From an optimization exercise on the open Yosys and OpenROAD flow, aimed at small area, a short achievable clock period and few clock cycles per item; shortcuts taken in it are not production practice. RTL that was checked went through simulation tests only; none was proved equivalent to the original. For run 1, only the layout was checked, not whether the RTL still works.

$ cat flow/run.sh
#!/bin/bash
# synth_recipe.tcl (not shown) runs the flow's synth.tcl, then flattens the netlist and writes it again
# the make line also repeats each setting of config.mk as NAME=value (left out here)
make -C /OpenROAD-flow-scripts/flow DESIGN_CONFIG=/design/flow/config.mk WORK_HOME=/design/flow/orfs CLKGATE_MAP_FILE= SYNTH_SCRIPT=/design/flow/synth_recipe.tcl finish
$ cat flow/config.mk
export PLATFORM = sky130hd
export DESIGN_NAME = aes256_core
export DESIGN_NICKNAME = aes256_core
export VERILOG_FILES = /design/flow/design.v
export SDC_FILE = /design/flow/constraint.sdc
export NUM_CORES = 4
export LEC_CHECK = 0
export ABC_AREA = 1
export CAP_MARGIN = 20
export CELL_PAD_IN_SITES_DETAIL_PLACEMENT = 1
export CELL_PAD_IN_SITES_GLOBAL_PLACEMENT = 1
export CORE_MARGIN = 2
export CORE_UTILIZATION = 45
export CTS_CLUSTER_SIZE = 30
export PLACE_DENSITY = 0.62
export SETUP_SLACK_MARGIN = 5
export SLEW_MARGIN = 20
$ cat flow/constraint.sdc
create_clock -name core_clock -period 8.0 [get_ports {clk}]
set_input_delay 1.6000 -clock core_clock [delete_from_list [all_inputs] [get_ports {clk}]]
set_output_delay 1.6000 -clock core_clock [all_outputs]
set_load 0.01 [all_outputs]
$ cat flow/design.v
module aes256_sbox (
  input  wire [7:0] x,
  output reg  [7:0] y
);
  always @* begin
    case (x)
      8'h00: y = 8'h63;
      8'h01: y = 8'h7c;
      8'h02: y = 8'h77;
      8'h03: y = 8'h7b;
      8'h04: y = 8'hf2;
      8'h05: y = 8'h6b;
      8'h06: y = 8'h6f;
      8'h07: y = 8'hc5;
      8'h08: y = 8'h30;
      8'h09: y = 8'h01;
      8'h0a: y = 8'h67;
      8'h0b: y = 8'h2b;
      8'h0c: y = 8'hfe;
      8'h0d: y = 8'hd7;
      8'h0e: y = 8'hab;
      8'h0f: y = 8'h76;
      8'h10: y = 8'hca;
      8'h11: y = 8'h82;
      8'h12: y = 8'hc9;
      8'h13: y = 8'h7d;
      8'h14: y = 8'hfa;
      8'h15: y = 8'h59;
      8'h16: y = 8'h47;
      8'h17: y = 8'hf0;
      8'h18: y = 8'had;
      8'h19: y = 8'hd4;
      8'h1a: y = 8'ha2;
      8'h1b: y = 8'haf;
      8'h1c: y = 8'h9c;
      8'h1d: y = 8'ha4;
      8'h1e: y = 8'h72;
      8'h1f: y = 8'hc0;
      8'h20: y = 8'hb7;
      8'h21: y = 8'hfd;
      8'h22: y = 8'h93;
      8'h23: y = 8'h26;
      8'h24: y = 8'h36;
      8'h25: y = 8'h3f;
      8'h26: y = 8'hf7;
      8'h27: y = 8'hcc;
      8'h28: y = 8'h34;
      8'h29: y = 8'ha5;
      8'h2a: y = 8'he5;
      8'h2b: y = 8'hf1;
      8'h2c: y = 8'h71;
      8'h2d: y = 8'hd8;
      8'h2e: y = 8'h31;
      8'h2f: y = 8'h15;
      8'h30: y = 8'h04;
      8'h31: y = 8'hc7;
      8'h32: y = 8'h23;
      8'h33: y = 8'hc3;
      8'h34: y = 8'h18;
      8'h35: y = 8'h96;
      8'h36: y = 8'h05;
      8'h37: y = 8'h9a;
      8'h38: y = 8'h07;
      8'h39: y = 8'h12;
      8'h3a: y = 8'h80;
      8'h3b: y = 8'he2;
      8'h3c: y = 8'heb;
      8'h3d: y = 8'h27;
      8'h3e: y = 8'hb2;
      8'h3f: y = 8'h75;
      8'h40: y = 8'h09;
      8'h41: y = 8'h83;
      8'h42: y = 8'h2c;
      8'h43: y = 8'h1a;
      8'h44: y = 8'h1b;
      8'h45: y = 8'h6e;
      8'h46: y = 8'h5a;
      8'h47: y = 8'ha0;
      8'h48: y = 8'h52;
      8'h49: y = 8'h3b;
      8'h4a: y = 8'hd6;
      8'h4b: y = 8'hb3;
      8'h4c: y = 8'h29;
      8'h4d: y = 8'he3;
      8'h4e: y = 8'h2f;
      8'h4f: y = 8'h84;
      8'h50: y = 8'h53;
      8'h51: y = 8'hd1;
      8'h52: y = 8'h00;
      8'h53: y = 8'hed;
      8'h54: y = 8'h20;
      8'h55: y = 8'hfc;
      8'h56: y = 8'hb1;
      8'h57: y = 8'h5b;
      8'h58: y = 8'h6a;
      8'h59: y = 8'hcb;
      8'h5a: y = 8'hbe;
      8'h5b: y = 8'h39;
      8'h5c: y = 8'h4a;
      8'h5d: y = 8'h4c;
      8'h5e: y = 8'h58;
      8'h5f: y = 8'hcf;
      8'h60: y = 8'hd0;
      8'h61: y = 8'hef;
      8'h62: y = 8'haa;
      8'h63: y = 8'hfb;
      8'h64: y = 8'h43;
      8'h65: y = 8'h4d;
      8'h66: y = 8'h33;
      8'h67: y = 8'h85;
      8'h68: y = 8'h45;
      8'h69: y = 8'hf9;
      8'h6a: y = 8'h02;
      8'h6b: y = 8'h7f;
      8'h6c: y = 8'h50;
      8'h6d: y = 8'h3c;
      8'h6e: y = 8'h9f;
      8'h6f: y = 8'ha8;
      8'h70: y = 8'h51;
      8'h71: y = 8'ha3;
      8'h72: y = 8'h40;
      8'h73: y = 8'h8f;
      8'h74: y = 8'h92;
      8'h75: y = 8'h9d;
      8'h76: y = 8'h38;
      8'h77: y = 8'hf5;
      8'h78: y = 8'hbc;
      8'h79: y = 8'hb6;
      8'h7a: y = 8'hda;
      8'h7b: y = 8'h21;
      8'h7c: y = 8'h10;
      8'h7d: y = 8'hff;
      8'h7e: y = 8'hf3;
      8'h7f: y = 8'hd2;
      8'h80: y = 8'hcd;
      8'h81: y = 8'h0c;
      8'h82: y = 8'h13;
      8'h83: y = 8'hec;
      8'h84: y = 8'h5f;
      8'h85: y = 8'h97;
      8'h86: y = 8'h44;
      8'h87: y = 8'h17;
      8'h88: y = 8'hc4;
      8'h89: y = 8'ha7;
      8'h8a: y = 8'h7e;
      8'h8b: y = 8'h3d;
      8'h8c: y = 8'h64;
      8'h8d: y = 8'h5d;
      8'h8e: y = 8'h19;
      8'h8f: y = 8'h73;
      8'h90: y = 8'h60;
      8'h91: y = 8'h81;
      8'h92: y = 8'h4f;
      8'h93: y = 8'hdc;
      8'h94: y = 8'h22;
      8'h95: y = 8'h2a;
      8'h96: y = 8'h90;
      8'h97: y = 8'h88;
      8'h98: y = 8'h46;
      8'h99: y = 8'hee;
      8'h9a: y = 8'hb8;
      8'h9b: y = 8'h14;
      8'h9c: y = 8'hde;
      8'h9d: y = 8'h5e;
      8'h9e: y = 8'h0b;
      8'h9f: y = 8'hdb;
      8'ha0: y = 8'he0;
      8'ha1: y = 8'h32;
      8'ha2: y = 8'h3a;
      8'ha3: y = 8'h0a;
      8'ha4: y = 8'h49;
      8'ha5: y = 8'h06;
      8'ha6: y = 8'h24;
      8'ha7: y = 8'h5c;
      8'ha8: y = 8'hc2;
      8'ha9: y = 8'hd3;
      8'haa: y = 8'hac;
      8'hab: y = 8'h62;
      8'hac: y = 8'h91;
      8'had: y = 8'h95;
      8'hae: y = 8'he4;
      8'haf: y = 8'h79;
      8'hb0: y = 8'he7;
      8'hb1: y = 8'hc8;
      8'hb2: y = 8'h37;
      8'hb3: y = 8'h6d;
      8'hb4: y = 8'h8d;
      8'hb5: y = 8'hd5;
      8'hb6: y = 8'h4e;
      8'hb7: y = 8'ha9;
      8'hb8: y = 8'h6c;
      8'hb9: y = 8'h56;
      8'hba: y = 8'hf4;
      8'hbb: y = 8'hea;
      8'hbc: y = 8'h65;
      8'hbd: y = 8'h7a;
      8'hbe: y = 8'hae;
      8'hbf: y = 8'h08;
      8'hc0: y = 8'hba;
      8'hc1: y = 8'h78;
      8'hc2: y = 8'h25;
      8'hc3: y = 8'h2e;
      8'hc4: y = 8'h1c;
      8'hc5: y = 8'ha6;
      8'hc6: y = 8'hb4;
      8'hc7: y = 8'hc6;
      8'hc8: y = 8'he8;
      8'hc9: y = 8'hdd;
      8'hca: y = 8'h74;
      8'hcb: y = 8'h1f;
      8'hcc: y = 8'h4b;
      8'hcd: y = 8'hbd;
      8'hce: y = 8'h8b;
      8'hcf: y = 8'h8a;
      8'hd0: y = 8'h70;
      8'hd1: y = 8'h3e;
      8'hd2: y = 8'hb5;
      8'hd3: y = 8'h66;
      8'hd4: y = 8'h48;
      8'hd5: y = 8'h03;
      8'hd6: y = 8'hf6;
      8'hd7: y = 8'h0e;
      8'hd8: y = 8'h61;
      8'hd9: y = 8'h35;
      8'hda: y = 8'h57;
      8'hdb: y = 8'hb9;
      8'hdc: y = 8'h86;
      8'hdd: y = 8'hc1;
      8'hde: y = 8'h1d;
      8'hdf: y = 8'h9e;
      8'he0: y = 8'he1;
      8'he1: y = 8'hf8;
      8'he2: y = 8'h98;
      8'he3: y = 8'h11;
      8'he4: y = 8'h69;
      8'he5: y = 8'hd9;
      8'he6: y = 8'h8e;
      8'he7: y = 8'h94;
      8'he8: y = 8'h9b;
      8'he9: y = 8'h1e;
      8'hea: y = 8'h87;
      8'heb: y = 8'he9;
      8'hec: y = 8'hce;
      8'hed: y = 8'h55;
      8'hee: y = 8'h28;
      8'hef: y = 8'hdf;
      8'hf0: y = 8'h8c;
      8'hf1: y = 8'ha1;
      8'hf2: y = 8'h89;
      8'hf3: y = 8'h0d;
      8'hf4: y = 8'hbf;
      8'hf5: y = 8'he6;
      8'hf6: y = 8'h42;
      8'hf7: y = 8'h68;
      8'hf8: y = 8'h41;
      8'hf9: y = 8'h99;
      8'hfa: y = 8'h2d;
      8'hfb: y = 8'h0f;
      8'hfc: y = 8'hb0;
      8'hfd: y = 8'h54;
      8'hfe: y = 8'hbb;
      8'hff: y = 8'h16;
      default: y = 8'h00;
    endcase
  end
endmodule
module aes256_sbox_a (
  input  wire [7:0] x,
  output wire [3:0] m
);
  wire T1, T2, T3, T4, T5, T6, T7, T8, T9, T10, T11, T12, T13, T14, T15, T16, T17, T18, T19, T20, T21, T22, T23, T24, T25, T26, T27, M1, M2, M3, M4, M5, M6, M7, M8, M9, M10, M11, M12, M13, M14, M15, M16, M17, M18, M19, M20, M21, M22, M23, M24, M25, M26, M27, M28, M29, M30, M31, M32, M33, M34, M35, M36, M37, M38, M39, M40;
  wire U0 = x[7], U1 = x[6], U2 = x[5], U3 = x[4], U4 = x[3], U5 = x[2], U6 = x[1], U7 = x[0];
  assign T1 = U0 ^ U3;
  assign T2 = U0 ^ U5;
  assign T3 = U0 ^ U6;
  assign T4 = U3 ^ U5;
  assign T5 = U4 ^ U6;
  assign T6 = T1 ^ T5;
  assign T7 = U1 ^ U2;
  assign T8 = U7 ^ T6;
  assign T9 = U7 ^ T7;
  assign T10 = T6 ^ T7;
  assign T11 = U1 ^ U5;
  assign T12 = U2 ^ U5;
  assign T13 = T3 ^ T4;
  assign T14 = T6 ^ T11;
  assign T15 = T5 ^ T11;
  assign T16 = T5 ^ T12;
  assign T17 = T9 ^ T16;
  assign T18 = U3 ^ U7;
  assign T19 = T7 ^ T18;
  assign T20 = T1 ^ T19;
  assign T21 = U6 ^ U7;
  assign T22 = T7 ^ T21;
  assign T23 = T2 ^ T22;
  assign T24 = T2 ^ T10;
  assign T25 = T20 ^ T17;
  assign T26 = T3 ^ T16;
  assign T27 = T1 ^ T12;
  assign M1 = T13 & T6;
  assign M2 = T23 & T8;
  assign M3 = T14 ^ M1;
  assign M4 = T19 & U7;
  assign M5 = M4 ^ M1;
  assign M6 = T3 & T16;
  assign M7 = T22 & T9;
  assign M8 = T26 ^ M6;
  assign M9 = T20 & T17;
  assign M10 = M9 ^ M6;
  assign M11 = T1 & T15;
  assign M12 = T4 & T27;
  assign M13 = M12 ^ M11;
  assign M14 = T2 & T10;
  assign M15 = M14 ^ M11;
  assign M16 = M3 ^ M2;
  assign M17 = M5 ^ T24;
  assign M18 = M8 ^ M7;
  assign M19 = M10 ^ M15;
  assign M20 = M16 ^ M13;
  assign M21 = M17 ^ M15;
  assign M22 = M18 ^ M13;
  assign M23 = M19 ^ T25;
  assign M24 = M22 ^ M23;
  assign M25 = M22 & M20;
  assign M26 = M21 ^ M25;
  assign M27 = M20 ^ M21;
  assign M28 = M23 ^ M25;
  assign M29 = M28 & M27;
  assign M30 = M26 & M24;
  assign M31 = M20 & M23;
  assign M32 = M27 & M31;
  assign M33 = M27 ^ M25;
  assign M34 = M21 & M22;
  assign M35 = M24 & M34;
  assign M36 = M24 ^ M25;
  assign M37 = M21 ^ M29;
  assign M38 = M32 ^ M33;
  assign M39 = M23 ^ M30;
  assign M40 = M35 ^ M36;
  assign m = {M37, M38, M39, M40};
endmodule
module aes256_sbox_b (
  input  wire [7:0] x,
  input  wire [3:0] m,
  output wire [7:0] y
);
  wire M37, M38, M39, M40;
  wire T1, T2, T3, T4, T5, T6, T7, T8, T9, T10, T11, T12, T13, T15, T16, T17, T18, T19, T20, T21, T22, T23, T27, M41, M42, M43, M44, M45, M46, M47, M48, M49, M50, M51, M52, M53, M54, M55, M56, M57, M58, M59, M60, M61, M62, M63, L0, L1, L2, L3, L4, L5, L6, L7, L8, L9, L10, L11, L12, L13, L14, L15, L16, L17, L18, L19, L20, L21, L22, L23, L24, L25, L26, L27, L28, L29, S0, S1, S2, S3, S4, S5, S6, S7;
  wire U0 = x[7], U1 = x[6], U2 = x[5], U3 = x[4], U4 = x[3], U5 = x[2], U6 = x[1], U7 = x[0];
  assign {M37, M38, M39, M40} = m;
  assign T1 = U0 ^ U3;
  assign T2 = U0 ^ U5;
  assign T3 = U0 ^ U6;
  assign T4 = U3 ^ U5;
  assign T5 = U4 ^ U6;
  assign T6 = T1 ^ T5;
  assign T7 = U1 ^ U2;
  assign T8 = U7 ^ T6;
  assign T9 = U7 ^ T7;
  assign T10 = T6 ^ T7;
  assign T11 = U1 ^ U5;
  assign T12 = U2 ^ U5;
  assign T13 = T3 ^ T4;
  assign T15 = T5 ^ T11;
  assign T16 = T5 ^ T12;
  assign T17 = T9 ^ T16;
  assign T18 = U3 ^ U7;
  assign T19 = T7 ^ T18;
  assign T20 = T1 ^ T19;
  assign T21 = U6 ^ U7;
  assign T22 = T7 ^ T21;
  assign T23 = T2 ^ T22;
  assign T27 = T1 ^ T12;
  assign M41 = M38 ^ M40;
  assign M42 = M37 ^ M39;
  assign M43 = M37 ^ M38;
  assign M44 = M39 ^ M40;
  assign M45 = M42 ^ M41;
  assign M46 = M44 & T6;
  assign M47 = M40 & T8;
  assign M48 = M39 & U7;
  assign M49 = M43 & T16;
  assign M50 = M38 & T9;
  assign M51 = M37 & T17;
  assign M52 = M42 & T15;
  assign M53 = M45 & T27;
  assign M54 = M41 & T10;
  assign M55 = M44 & T13;
  assign M56 = M40 & T23;
  assign M57 = M39 & T19;
  assign M58 = M43 & T3;
  assign M59 = M38 & T22;
  assign M60 = M37 & T20;
  assign M61 = M42 & T1;
  assign M62 = M45 & T4;
  assign M63 = M41 & T2;
  assign L0 = M61 ^ M62;
  assign L1 = M50 ^ M56;
  assign L2 = M46 ^ M48;
  assign L3 = M47 ^ M55;
  assign L4 = M54 ^ M58;
  assign L5 = M49 ^ M61;
  assign L6 = M62 ^ L5;
  assign L7 = M46 ^ L3;
  assign L8 = M51 ^ M59;
  assign L9 = M52 ^ M53;
  assign L10 = M53 ^ L4;
  assign L11 = M60 ^ L2;
  assign L12 = M48 ^ M51;
  assign L13 = M50 ^ L0;
  assign L14 = M52 ^ M61;
  assign L15 = M55 ^ L1;
  assign L16 = M56 ^ L0;
  assign L17 = M57 ^ L1;
  assign L18 = M58 ^ L8;
  assign L19 = M63 ^ L4;
  assign L20 = L0 ^ L1;
  assign L21 = L1 ^ L7;
  assign L22 = L3 ^ L12;
  assign L23 = L18 ^ L2;
  assign L24 = L15 ^ L9;
  assign L25 = L6 ^ L10;
  assign L26 = L7 ^ L9;
  assign L27 = L8 ^ L10;
  assign L28 = L11 ^ L14;
  assign L29 = L11 ^ L17;
  assign S0 = L6 ^ L24;
  assign S1 = ~(L16 ^ L26);
  assign S2 = ~(L19 ^ L28);
  assign S3 = L6 ^ L21;
  assign S4 = L20 ^ L22;
  assign S5 = L25 ^ L29;
  assign S6 = ~(L13 ^ L27);
  assign S7 = ~(L6 ^ L23);
  assign y = {S0, S1, S2, S3, S4, S5, S6, S7};
endmodule
module aes256_core (
  input  wire         clk,
  input  wire         rst,         
  input  wire         in_valid,
  output wire         in_ready,
  input  wire [255:0] in_key,
  input  wire [127:0] in_block,
  output wire         out_valid,
  input  wire         out_ready,
  output wire [127:0] out_block
);
  genvar i;
  reg [127:0] s0;
  reg [127:0] k0p;         
  reg [127:0] k0c;         
  reg [3:0]   r0;
  reg         v0;          
  reg         p0;          
  reg         y0;          
  reg [127:0] s1;
  reg [127:0] k1p;
  reg [127:0] k1c;
  reg [15:0]  swm;         
  reg [3:0]   r1;
  reg         v1;
  reg         p1;
  reg         y1;
  reg         ov;
  reg [127:0] ob;
  reg         ir;
  assign in_ready  = ir;
  assign out_valid = ov;
  assign out_block = ob;
  wire [127:0] sb;
  generate
    for (i = 0; i < 16; i = i + 1) begin : g_sub
      aes256_sbox u_sbox (.x(s0[127-8*i -: 8]), .y(sb[127-8*i -: 8]));
    end
  endgenerate
  wire [127:0] sr;
  generate
    for (i = 0; i < 16; i = i + 1) begin : g_shift
      localparam integer C = i / 4;
      localparam integer R = i % 4;
      localparam integer SRC = ((C + R) % 4) * 4 + R;
      assign sr[127-8*i -: 8] = sb[127-8*SRC -: 8];
    end
  endgenerate
  wire [15:0] sub_m;
  generate
    for (i = 0; i < 4; i = i + 1) begin : g_ksub
      aes256_sbox_a u_sbox (.x(k0c[31-8*i -: 8]), .m(sub_m[15-4*i -: 4]));
    end
  endgenerate
  always @(posedge clk) begin
    s1  <= sr;
    k1p <= k0p;
    k1c <= k0c;
    swm <= sub_m;
    r1  <= r0;
  end
  function [7:0] xtime(input [7:0] b);
    xtime = {b[6:0], 1'b0} ^ (b[7] ? 8'h1b : 8'h00);
  endfunction
  wire [127:0] mc;
  generate
    for (i = 0; i < 4; i = i + 1) begin : g_mix
      wire [7:0] a0 = s1[127-32*i -: 8];
      wire [7:0] a1 = s1[119-32*i -: 8];
      wire [7:0] a2 = s1[111-32*i -: 8];
      wire [7:0] a3 = s1[103-32*i -: 8];
      assign mc[127-32*i -: 8] = xtime(a0) ^ (xtime(a1) ^ a1) ^ a2 ^ a3;
      assign mc[119-32*i -: 8] = a0 ^ xtime(a1) ^ (xtime(a2) ^ a2) ^ a3;
      assign mc[111-32*i -: 8] = a0 ^ a1 ^ xtime(a2) ^ (xtime(a3) ^ a3);
      assign mc[103-32*i -: 8] = (xtime(a0) ^ a0) ^ a1 ^ a2 ^ xtime(a3);
    end
  endgenerate
  wire         last      = (r1 == 4'd14);
  wire [127:0] round_out = (last ? s1 : mc) ^ k1c;
  wire [31:0] sw1;
  generate
    for (i = 0; i < 4; i = i + 1) begin : g_ksubb
      aes256_sbox_b u_sbox (.x(k1c[31-8*i -: 8]), .m(swm[15-4*i -: 4]), .y(sw1[31-8*i -: 8]));
    end
  endgenerate
  reg [7:0] rcon;
  always @* begin
    case (r1)
      4'd1:  rcon = 8'h01;
      4'd3:  rcon = 8'h02;
      4'd5:  rcon = 8'h04;
      4'd7:  rcon = 8'h08;
      4'd9:  rcon = 8'h10;
      4'd11: rcon = 8'h20;
      4'd13: rcon = 8'h40;
      default: rcon = 8'h00;
    endcase
  end
  wire        j_even = r1[0];
  wire [31:0] temp   = j_even ? ({sw1[23:0], sw1[31:24]} ^ {rcon, 24'h000000}) : sw1;
  wire [31:0] q1  = k1p[127:96] ^ k1p[95:64];
  wire [31:0] q2  = q1 ^ k1p[63:32];
  wire [31:0] q3  = q2 ^ k1p[31:0];
  wire [31:0] nw0 = k1p[127:96] ^ temp;
  wire [31:0] nw1 = q1 ^ temp;
  wire [31:0] nw2 = q2 ^ temp;
  wire [31:0] nw3 = q3 ^ temp;
  wire [127:0] rk_next = {nw0, nw1, nw2, nw3};
  wire fin     = v1 && last;
  wire can_out = !ov && (!p0 || (p1 && !y1));
  wire to_out  = (fin || p1) && can_out;
  wire park    = (fin || p1) && !can_out;
  wire ov_n    = to_out || (ov && !out_ready);
  wire p0_n    = !ir && park;
  wire y1_n    = y0 && !to_out;
  wire can_out_n = !ov_n && (!p0_n || (p0 && !y1_n));
  wire ir_n    = (!v0 && !p0) || ((p0 || (v0 && r0 == 4'd14)) && can_out_n);
  always @(posedge clk) begin
    if (rst) begin
      v0 <= 1'b0;
      v1 <= 1'b0;
      p0 <= 1'b0;
      p1 <= 1'b0;
      y0 <= 1'b0;
      y1 <= 1'b0;
      ov <= 1'b0;
      ir <= 1'b1;
    end else begin
      v1 <= v0;
      p1 <= p0;
      y1 <= y1_n;
      v0 <= ir ? in_valid : (v1 && !last);
      p0 <= p0_n;
      y0 <= p0_n && (fin ? p0 : y1);
      ov <= ov_n;
      ir <= ir_n;
    end
  end
  always @(posedge clk) begin
    if (ir) begin
      s0  <= in_block ^ in_key[255:128];
      k0p <= in_key[255:128];
      k0c <= in_key[127:0];
      r0  <= 4'd1;
    end else begin
      s0  <= round_out;
      k0p <= k1c;
      k0c <= park ? (p1 ? k1c : round_out) : rk_next;
      r0  <= r1 + 4'd1;
    end
    ob <= to_out ? (p1 ? k1c : round_out) : (ob & {128{ov}});
  end
endmodule
==> results of run 1 <==
==> Yosys cell counts, types with 35 or more instances <==
cell type / number / area share, %
o221ai_1: 105 / 1.1
o211ai_1: 315 / 2.8
inv_1: 1279 / 5.6
o21ai_0: 1738 / 10
nand2_1: 3019 / 13
xor2_1: 642 / 6.6
or2_2: 40 / 0.29
clkbuf_1: 751 / 3.3
a311oi_1: 49 / 0.50
nand4_1: 74 / 0.54
o2111ai_1: 60 / 0.61
a31oi_1: 169 / 1.2
xnor2_1: 465 / 4.8
nand3_1: 1025 / 6.0
a221oi_1: 35 / 0.36
nand3b_1: 59 / 0.52
a211oi_1: 56 / 0.49
o311ai_0: 153 / 1.6
buf_1: 84 / 0.37
dfxtp_1: 928 / 22
o22ai_1: 95 / 0.69
a21oi_1: 559 / 3.3
ha_1: 251 / 3.7
nor3_1: 170 / 0.99
nor2_1: 1245 / 5.5
o32ai_1: 46 / 0.47
o31ai_1: 80 / 0.70
==> what timing repair did <==
item,4_1_cts
resized for setup,1005
pin swaps,13
endpoints found under the setup margin,563
gates cloned,2
buffers inserted,72
hold endpoints to repair,0
==> how the worst min path moves through the flow <==
stage                     endpoint  slack (ps)  depth (start not counted)
after floorplan           k1c[100]         310                          0
after global placement     k1p[76]         310                          0
after detailed placement  k1c[111]         310                          0
after CTS                  k1c[57]         260                          0
==> cell families after synthesis <==
family	synth area share, %
compound gates	25.6
buf+inv	9.72
mux	0.0117
fa+ha+maj	3.66
xor+xnor	11.6
simple gates	27.8
flops	21.7
==> through the flow <==
stage          cell area, um2  utilization (%)  instances  setup WS (ps)
2_1_floorplan           85700                -      13900           5240
3_3_place_gp            92000             48.5      16200           3030
4_1_cts                 97700             51.5      16400           4910
3_5_place_dp            92000             48.5      16200           3330
==> impl_metrics.json, run 1 <==
{
  "root_buffer": "clkbuf_16",
  "cts_hold_repair.buffers": 0,
  "yosysSeqAreaShare_pct": 21.7,
  "std_cell_rows": 160,
  "globalplace.congestion": 1.16,
  "cts_max_level": 3,
  "error_message": "[ERROR GRT-0228] Horizontal edge usage exceeds the maximum allowed. (28, 42) usage=65535 limit=3200",
  "yosys_warnings": 2,
  "floorplan.die.width_um": 440,
  "synth_edf_count": 0,
  "asyncSetResetFlopFracSynth_pct": 0,
  "globalroute.repair_timing.worst_endpoint": "k0c[65]$_DFF_P_/D",
  "post_synthesis_instance_area_um2": 85700,
  "grt_max_degree": 140,
  "syn_avg_cell_area_um2": 6.19,
  "cts_made_buffers": 105,
  "flow.stopped_at": "5_1_grt",
  "outcome": "stopped before the end",
  "syn-instance-count": 13900,
  "timing.worst_endpoint.kind": "register data pin",
  "yosysUniqueCellTypes": 71,
  "mappedNetlistNets": 14500,
  "buffers_added_on_ports": 517,
  "grt_antenna_before_repair": 188,
  "initial_utilization_pct": 45.2,
  "hpwl_mm": 403,
  "chipHeight_um": 440,
  "design.portCount": 518,
  "postSynth.topFlopCell": "dfxtp_1",
  "clock_tree.buffer_depth": 3,
  "synth-seq-cells": 928,
  "cts.sink_count": 928
}
==> run 2, diff against run 1 <==
--- a/flow/design.v
+++ b/flow/design.v
@@ -514,4 +514,6 @@
   wire         last      = (r1 == 4'd14);
   wire [127:0] round_out = (last ? s1 : mc) ^ k1c;
+  wire [127:0] k0p_n     = ir ? in_key[255:128] : k1c;
+  wire [127:0] s0_n      = (ir ? in_block : (last ? s1 : mc)) ^ k0p_n;
   wire [31:0] sw1;
   generate
@@ -574,12 +576,10 @@
   end
   always @(posedge clk) begin
+    s0  <= s0_n;
+    k0p <= k0p_n;
     if (ir) begin
-      s0  <= in_block ^ in_key[255:128];
-      k0p <= in_key[255:128];
       k0c <= in_key[127:0];
       r0  <= 4'd1;
     end else begin
-      s0  <= round_out;
-      k0p <= k1c;
       k0c <= park ? (p1 ? k1c : round_out) : rk_next;
       r0  <= r1 + 4'd1;
==> run 2 against run 1 <==
Compared with the run above: the flow again stops in 5_1_grt; synthesized cell count is 1.2% lower; area after synthesis is 0.96% lower.
==> impl_metrics.json, run 2 <==
{
  "synth_edf_count": 0,
  "post-synth-top-count-cell": "nand2_1",
  "synth_area_leader_cell": "dfxtp_1",
  "postSynth.topFlopCell": "dfxtp_1",
  "cts.sink_count": 928,
  "mappedNetlistNets": 14300,
  "synth.area.top_cells": "dfxtp_1 22%, nand2_1 13%, o21ai_0 8.0%",
  "cts_max_level": 3,
  "buffers_added_on_ports": 517,
  "globalroute.repair_timing.worst_endpoint": "k0c[122]$_DFF_P_/D",
  "chipHeight_um": 438,
  "preCtsSetupSlack_ps": 3940,
  "yosys_warnings": 2,
  "initial_utilization_pct": 45.3,
  "yosysUniqueCellTypes": 71,
  "clock_tree.buffer_depth": 3,
  "yosysSeqAreaShare_pct": 21.9,
  "ranking_of_synthesized_cells_by_instance_count": "2879 x nand2_1, 1385 x nor2_1, 1358 x o21ai_0",
  "syn_avg_cell_area_um2": 6.20,
  "timing.worst_endpoint.kind": "register data pin",
  "error_message": "[ERROR GRT-0232] Routing congestion too high. Check the congestion heatmap in the GUI.",
  "cts_made_buffers": 105,
  "floorplan.die.width_um": 438,
  "root_buffer": "clkbuf_16",
  "grt_max_degree": 157,
  "outcome": "stopped before the end",
  "netlist.area_leader.share_pct": 21.9,
  "asyncSetResetFlopFracSynth_pct": 0,
  "post_synthesis_instance_area_um2": 84900,
  "synth-seq-cells": 928,
  "syn-instance-count": 13700,
  "design.portCount": 518,
  "hpwl_mm": 409,
  "globalRouteOverflowTotal": 120,
  "globalRouteTotalUtil_pct": 76.4,
  "flow.stopped_at": "5_1_grt",
  "globalplace.congestion": 1.15,
  "grt_antenna_before_repair": 187,
  "std_cell_rows": 159
}
run 2: changes by cell type after synthesis, moves of 47 or more:
cell / before / now
xnor2_1: 465 / 418
nor2_1: 1245 / 1385
a21oi_1: 559 / 748
o21ai_0: 1738 / 1358
a22o_1: 4 / 80
nand2_1: 3019 / 2879
run 2: worst max-delay path by stage:
stage | startpoint | to | slack, ps
3_3_place_gp | ir | s0[67] | 3850
3_5_place_dp | p1 | k0c[30] | 3940
4_1_cts | k1c[29] | k0c[35] | 4990
2_1_floorplan | k0c[29] | swm[12] | 5350
run 2: routing by layer:
metal / GRT usage [%] / overflow
met3: 64.3 / 2
met5: 41.1 / 0
met1: 76.3 / 2
met4: 73.4 / 70
met2: 90.7 / 46
run 2: cell families after synthesis:
logic type / Yosys count / synth area share, %
buffers and inverters: 2227 / 9.94
AO/OA/AOI/OAI: 3500 / 25.4
XOR/XNOR: 1070 / 11.2
flip-flops: 928 / 21.9
adder cells (fa/ha/maj): 251 / 3.70
multiplexers: 4 / 0.0472
AND/OR/NAND/NOR: 5714 / 27.9
run 2: timing repair:
item,CTS
pin swaps,16
hold buffers,0
endpoints found under the setup margin,572
resized for setup,913
setup buffers,54
gates cloned,1
run 2: through the flow:
step	instance area [um2]	instances
floorplan	84900	13700
global placement	91300	16000
detailed placement	91400	16000
CTS	96800	16300
Testbench counts of run 2, summed over its fixed seeds: cycles 7,208, items 512.
==> run 3, diff against run 2 <==
--- a/flow/config.mk
+++ b/flow/config.mk
@@ -11,7 +11,8 @@
 export CELL_PAD_IN_SITES_GLOBAL_PLACEMENT = 1
 export CORE_MARGIN = 2
-export CORE_UTILIZATION = 45
+export CORE_UTILIZATION = 50
+export CTS_BUF_LIST = sky130_fd_sc_hd__clkbuf_8
 export CTS_CLUSTER_SIZE = 30
-export PLACE_DENSITY = 0.62
+export PLACE_DENSITY = 0.66
 export SETUP_SLACK_MARGIN = 5
 export SLEW_MARGIN = 20
==> run 3 against run 2 <==
Compared with the run above: the run again fails in 5_1_grt; synthesized cell count unchanged; area after synthesis unchanged.
==> impl_metrics.json, run 3 <==
{
  "cts_made_buffers": 158,
  "chipHeight_um": 416,
  "globalRouteOverflowTotal": 239,
  "syn-instance-count": 13700,
  "design.portCount": 518,
  "cts_max_level": 4,
  "globalplace.congestion": 1.17,
  "postSynth.topFlopCell": "dfxtp_1",
  "hpwl_mm": 400,
  "std_cell_rows": 151,
  "yosysUniqueCellTypes": 71,
  "netlist.area_leader.share_pct": 21.9,
  "buffers_added_on_ports": 517,
  "synth-seq-cells": 928,
  "post-synth-top-count-cell": "nand2_1",
  "globalRouteTotalUtil_pct": 84.2,
  "post_synthesis_instance_area_um2": 84900,
  "flow.stopped_at": "5_1_grt",
  "yosysSeqAreaShare_pct": 21.9,
  "grt_pass1_vias": 139000,
  "synth_area_leader_cell": "dfxtp_1",
  "yosys_warnings": 2,
  "ranking_of_synthesized_cells_by_instance_count": "2879 x nand2_1, 1385 x nor2_1, 1358 x o21ai_0",
  "syn_avg_cell_area_um2": 6.20,
  "preCtsSetupSlack_ps": 2750,
  "error_message": "[ERROR GRT-0116] Global routing finished with congestion. Check the congestion regions in the DRC Viewer.",
  "cts_hold_repair.buffers": 0,
  "synth_edf_count": 0,
  "grt_first_pass_wirelength_mm": 1090,
  "mappedNetlistNets": 14300,
  "floorplan.die.width_um": 416,
  "cts.sink_count": 928,
  "initial_utilization_pct": 50.2,
  "asyncSetResetFlopFracSynth_pct": 0,
  "synth.area.top_cells": "dfxtp_1 22%, nand2_1 13%, o21ai_0 8.0%",
  "grt_max_degree": 189,
  "outcome": "stopped before the end",
  "dp.cells": 15700,
  "root_buffer": "clkbuf_8",
  "clock_tree.buffer_depth": 3
}
[run 3: cell counts after synthesis]
Identical to the previous run, type by type.
[run 3: per-stage QoR]
step	area [um2]	utilization, %	hold WS (ps)
global placement	90800	53.7	310
detailed placement	90800	53.7	313
floorplan	84900	-	310
CTS	98100	58.0	298
[run 3: logic make-up after synthesis]
logic type / share of synthesized area, %
DFF: 21.9
xor gates and xnor gates: 11.2
muxes: 0.0472
AOI/OAI and AO/OA: 25.4
buffers and inverters: 9.94
adders and majority gates: 3.70
and+or+nand+nor: 27.9
[run 3: layer usage]
layer,overflow,GRT usage [%]
met2,103,94.9
met1,13,83.5
met5,2,51.7
met4,103,82.4
met3,18,76.5
[run 3: worst min-delay path by stage]
stage / start / endpoint / slack (ps) / cells after the start
2_1_floorplan: k0c[100] / k1c[100] / 310 / 0
3_3_place_gp: k0c[99] / k1c[99] / 310 / 0
3_5_place_dp: k0p[123] / k1p[123] / 310 / 0
4_1_cts: k0p[15] / k1p[15] / 300 / 0
[run 3: repair_timing]
action,CTS
buffers inserted,156
setup endpoints to repair,651
cloned,9
gates resized for setup,1381
pin swaps,30
==> run 4, diff against run 3 <==
--- a/flow/config.mk
+++ b/flow/config.mk
@@ -12,6 +12,5 @@
 export CORE_MARGIN = 2
 export CORE_UTILIZATION = 50
-export CTS_BUF_LIST = sky130_fd_sc_hd__clkbuf_8
-export CTS_CLUSTER_SIZE = 30
+export CTS_CLUSTER_SIZE = 40
 export PLACE_DENSITY = 0.66
 export SETUP_SLACK_MARGIN = 5
==> run 4 against run 3 <==
Compared with the run above: the flow again stops in 5_1_grt; synthesized cell count stayed put; area after synthesis stayed put.
==> impl_metrics.json, run 4 <==
{
  "outcome": "stopped before the end",
  "flow.stopped_at": "5_1_grt",
  "error_message": "[ERROR GRT-0116] Global routing finished with congestion. Check the congestion regions in the DRC Viewer.",
  "post_synthesis_instance_area_um2": 84900,
  "buffers_added_on_ports": 517,
  "syn-instance-count": 13700,
  "grt_pass1_vias": 134000,
  "initial_utilization_pct": 50.2,
  "floorplan.die.width_um": 416,
  "synth-seq-cells": 928,
  "yosys_warnings": 2,
  "chipHeight_um": 416,
  "grt_first_pass_wirelength_mm": 1030,
  "globalRouteTotalUtil_pct": 80.8,
  "ranking_of_synthesized_cells_by_instance_count": "2879 x nand2_1, 1385 x nor2_1, 1358 x o21ai_0",
  "design.portCount": 518,
  "syn_avg_cell_area_um2": 6.20,
  "post-synth-top-count-cell": "nand2_1",
  "globalplace.congestion": 1.17,
  "yosysSeqAreaShare_pct": 21.9,
  "cts.sink_count": 928,
  "hpwl_mm": 400,
  "netlist.area_leader.share_pct": 21.9,
  "grt_max_degree": 189,
  "synth.area.top_cells": "dfxtp_1 22%, nand2_1 13%, o21ai_0 8.0%",
  "synth_area_leader_cell": "dfxtp_1",
  "globalRouteOverflowTotal": 254,
  "mappedNetlistNets": 14300,
  "synth_edf_count": 0,
  "dp.cells": 15700,
  "postSynth.topFlopCell": "dfxtp_1",
  "cts_made_buffers": 100,
  "clock_tree.buffer_depth": 3,
  "std_cell_rows": 151,
  "root_buffer": "clkbuf_16",
  "cts_max_level": 3,
  "yosysUniqueCellTypes": 71,
  "asyncSetResetFlopFracSynth_pct": 0
}
==> run 4: logic make-up after synthesis <==
family | Yosys count | share of synthesized area (%)
flip-flops | 928 | 21.9
adder cells (fa/ha/maj) | 251 | 3.70
multiplexers | 4 | 0.0472
XOR/XNOR | 1070 | 11.2
AO/OA/AOI/OAI | 3500 | 25.4
AND/OR/NAND/NOR | 5714 | 27.9
buffers and inverters | 2227 | 9.94
==> run 4: through the flow <==
step | util [%] | instance area [um2] | setup WS [ps]
CTS | 57.7 | 97600 | 4950
detailed placement | 53.7 | 90800 | 2750
global placement | 53.7 | 90800 | 3070
floorplan | - | 84900 | 5350
==> run 4: metal layers <==
layer  global-route usage, %  GRT overflow
met1                    80.4             4
met2                    93.7           107
met3                    70.4             6
met4                    78.8           137
met5                    47.5             0
==> run 4: worst max-delay path by stage <==
stage                  from  endpoint
floorplan           k0c[29]   swm[12]
global placement      r1[0]  k0c[127]
detailed placement    r1[0]  k0c[127]
CTS                   r1[0]  k0c[108]
==> run 4: timing repair <==
item	4_1_cts
setup buffers	115
gates resized for setup	1068
pin swaps	31
setup endpoints to repair	656
hold buffers	0
cloned	11
==> run 5, diff against run 4 <==
--- a/flow/config.mk
+++ b/flow/config.mk
@@ -9,9 +9,9 @@
 export CAP_MARGIN = 20
 export CELL_PAD_IN_SITES_DETAIL_PLACEMENT = 1
-export CELL_PAD_IN_SITES_GLOBAL_PLACEMENT = 1
+export CELL_PAD_IN_SITES_GLOBAL_PLACEMENT = 2
 export CORE_MARGIN = 2
-export CORE_UTILIZATION = 50
-export CTS_CLUSTER_SIZE = 40
-export PLACE_DENSITY = 0.66
+export CORE_UTILIZATION = 36
+export CTS_CLUSTER_SIZE = 30
+export PLACE_DENSITY = 0.55
 export SETUP_SLACK_MARGIN = 5
 export SLEW_MARGIN = 20
==> run 5 against run 4 <==
Compared with the run above: now clean on timing, DRC and antenna; synthesized cell count unchanged; area after synthesis unchanged.
==> impl_metrics.json, run 5 <==
{
  "buffers_added_on_ports": 517,
  "synth.area.top_cells": "dfxtp_1 22%, nand2_1 13%, o21ai_0 8.0%",
  "globalRouteOverflowTotal": 0,
  "post-synth-top-count-cell": "nand2_1",
  "yosysSeqAreaShare_pct": 21.9,
  "cts_made_buffers": 109,
  "postSynth.topFlopCell": "dfxtp_1",
  "std_cell_rows": 178,
  "preCtsSetupSlack_ps": 2670,
  "yosys_warnings": 2,
  "routed_wl_mm": 586,
  "layout.cells.most_common": "nand2_1",
  "rr_worst_depth": 5,
  "syn-instance-count": 13700,
  "grt_pass1_vias": 108000,
  "post-route-worst-setup-slack_ps": 4780,
  "worstReg2RegStart": "ir",
  "die_area_um2": 240000,
  "num_vias": 111000,
  "critPathArrivalTime_ps": 3820,
  "cts_max_level": 3,
  "critPathKind": "reg -> reg",
  "area_delta_synth_final_pct": 19.4,
  "grt_antenna_before_repair": 66,
  "post_route_cells_drive_above_1_share_pct": 11.2,
  "post_synthesis_instance_area_um2": 84900,
  "worstSetupStartpointType": "flip-flop",
  "hpwl_mm": 434,
  "timing.critical_path.from": "ir",
  "timing.hold.worst.start": "k0c[50]",
  "firstDrtPassIters": 6,
  "synth_edf_count": 0,
  "critPathTopFamily": "compound AO/OA/AOI/OAI gates",
  "drt_drc_violations_left": 0,
  "timing.critical_path.slowest_stage_cell": "o21ai_0",
  "grt_max_degree": 165,
  "timing.slew.headroom_pct": 7.79,
  "worst_pin_slew_ps": 1370,
  "clock_tree.buffer_depth": 3,
  "timing.hold.worst_endpoint": "k1c[50]",
  "root_buffer": "clkbuf_16",
  "cpMostUsedCell": "buf_4",
  "design.portCount": 518,
  "synth_area_leader_cell": "dfxtp_1",
  "worstHoldPathType": "reg -> reg",
  "worst_r2r_endpoint": "s0[10]",
  "hold_viol_final": 0,
  "final_cell_mix": "2799 x nand2_1, 1305 x o21ai_0, 1262 x nor2_1, 1242 x inv_1, 959 x nand3_1",
  "initial_utilization_pct": 36.1,
  "chipHeight_um": 490,
  "drt.antenna.violating_nets": 0,
  "dr.first_iter.drc_count": 16100,
  "netlist.area_leader.share_pct": 21.9,
  "yosysUniqueCellTypes": 71,
  "fin_setup_tns_ps": 0,
  "ranking_of_synthesized_cells_by_instance_count": "2879 x nand2_1, 1385 x nor2_1, 1358 x o21ai_0",
  "max_stage_delay_ps": 1050,
  "finalNetCount": 14500,
  "timing.reg2reg.setup_slack_ps": 4780,
  "grt_setup_unrepaired": "yes",
  "synth-seq-cells": 928,
  "asyncSetResetFlopFracSynth_pct": 0,
  "fp.coreArea_um2": 235000,
  "globalplace.congestion": 1.06,
  "routedWlPerCell_um": 34.2,
  "globalRouteTotalUtil_pct": 46.2,
  "syn_avg_cell_area_um2": 6.20,
  "max_freq_ghz": 0.311,
  "outcome": "no timing/DRC/antenna violations",
  "floorplan.die.width_um": 490,
  "endpoint_kind": "flip-flop",
  "route.detailed.vias_per_inst": 6.50,
  "mappedNetlistNets": 14300,
  "layout.filler_cells": 30400,
  "cp_max_fo": 56,
  "holdPathStages": 0,
  "report.final.slew_viol_count": 0,
  "grt_first_pass_wirelength_mm": 809,
  "cp_cell_sequence": "buf_4 > buf_4 > buf_8 > o21ai_0 > xor2_1",
  "cts.reportedPaths.clkPinSlew_ps": 70,
  "fin_crit_ps": 3220,
  "drv_cap": 0,
  "finalCritPeriodShare_pct": 40.2,
  "final-setup-viol-count": 0,
  "worst_skew_pair.late_latency_ps": 810,
  "required_time_at_the_worst_slack_endpoint_ps": 8610,
  "tritoncts": "done",
  "cp.buffers_inverters": 3,
  "final.setup_skew_ps": 75.3,
  "crit_cells": 5,
  "cts.sink_count": 928
}
## run 5: per-stage QoR
| stage | utilization (%) | std cells | area [um2] | hold slack, ps |
|---|---|---|---|---|
| final | 43.2 | 17100 | 101000 | 325 |
| after global routing | 43.1 | 17100 | 101000 | 329 |
| after CTS | 42.0 | 17000 | 98700 | 320 |
| after detailed placement | 39.3 | 16700 | 92400 | 313 |
| after global placement | 39.3 | 16700 | 92400 | 310 |
| after floorplan | - | 13700 | 84900 | 310 |
## run 5: worst max-delay path by stage
stage,endpoint,slack [ps]
after global placement,k0c[60],2730
after detailed placement,k0c[96],2670
after CTS,s1[3],4950
final,s0[10],4780
after global routing,k0c[43],4800
after floorplan,swm[12],5350
## run 5: cells by family (layout without fill, tap and decap cells)
family,count (synthesis),after routing,synth area share (%)
xor+xnor,1070,1070,11.2
flops,928,928,21.9
buf+inv,2227,2475,9.94
mux,4,4,0.0472
other cells,0,28,0
compound gates,3500,3500,25.4
fa+ha+maj,251,251,3.70
simple gates,5714,5720,27.9
## run 5: timing repair
item,in CTS,in global routing
hold buffers,0,0
gates cloned,9,2
setup endpoints to repair,598,301
pin swaps,20,50
buffers inserted,86,94
resized for setup,1037,500
hold endpoints to repair,0,0
## run 5: layout make-up
cell class / count / area [um2] / area share, %
antenna: 28 / 70.1 / 0.0691
inverter: 1364 / 5330 / 5.25
clock buffer: 138 / 3040 / 2.99
tap: 3150 / 3940 / 3.89
multi-input combinational: 10500 / 60700 / 59.8
timing repair buffer: 905 / 8470 / 8.35
sequential: 928 / 19000 / 18.7
clock inverter: 67 / 896 / 0.883
timing repair inverter: 1 / 8.76 / 0.00864
## run 5: metal layers
layer  part of all wire [%]  global-route usage, %  up-vias
li1                       -                      -    46600
met3                     12                   12.7     2113
met2                     41                   68.1     8172
met4                    8.7                   31.8       50
met1                     38                   58.1    54400
met5                  0.050                      0        -

==> what the ideal ports hide <==
How much do the figures lean on ideal ports? The routed layout below was timed once more, with nothing changed but the port constraints. Step 1, drivers: a clkbuf_16 drives clk and a buf_2 each remaining input, both assumed. Step 2 also shifts input and output timing later by t, the mid clock arrival at the registers, as if the neighbouring blocks saw the same clock. Three values: no drivers, after step 1, after step 2; two values: the first two.
run: run 5
shift t [ns]: 0.875
setup slack, ns: 4.783 / 4.783 / 4.297
worst setup path at the end: input to register
clock arrival spread, ns: 0.076 / 0.076
slew at the worst register clock pin (ns): 0.08 / 0.08
After both steps setup and hold are still met in run 5. For run 5, drivers alone change the setup slack by 0.000 ns; drivers and shift together by -0.486 ns.
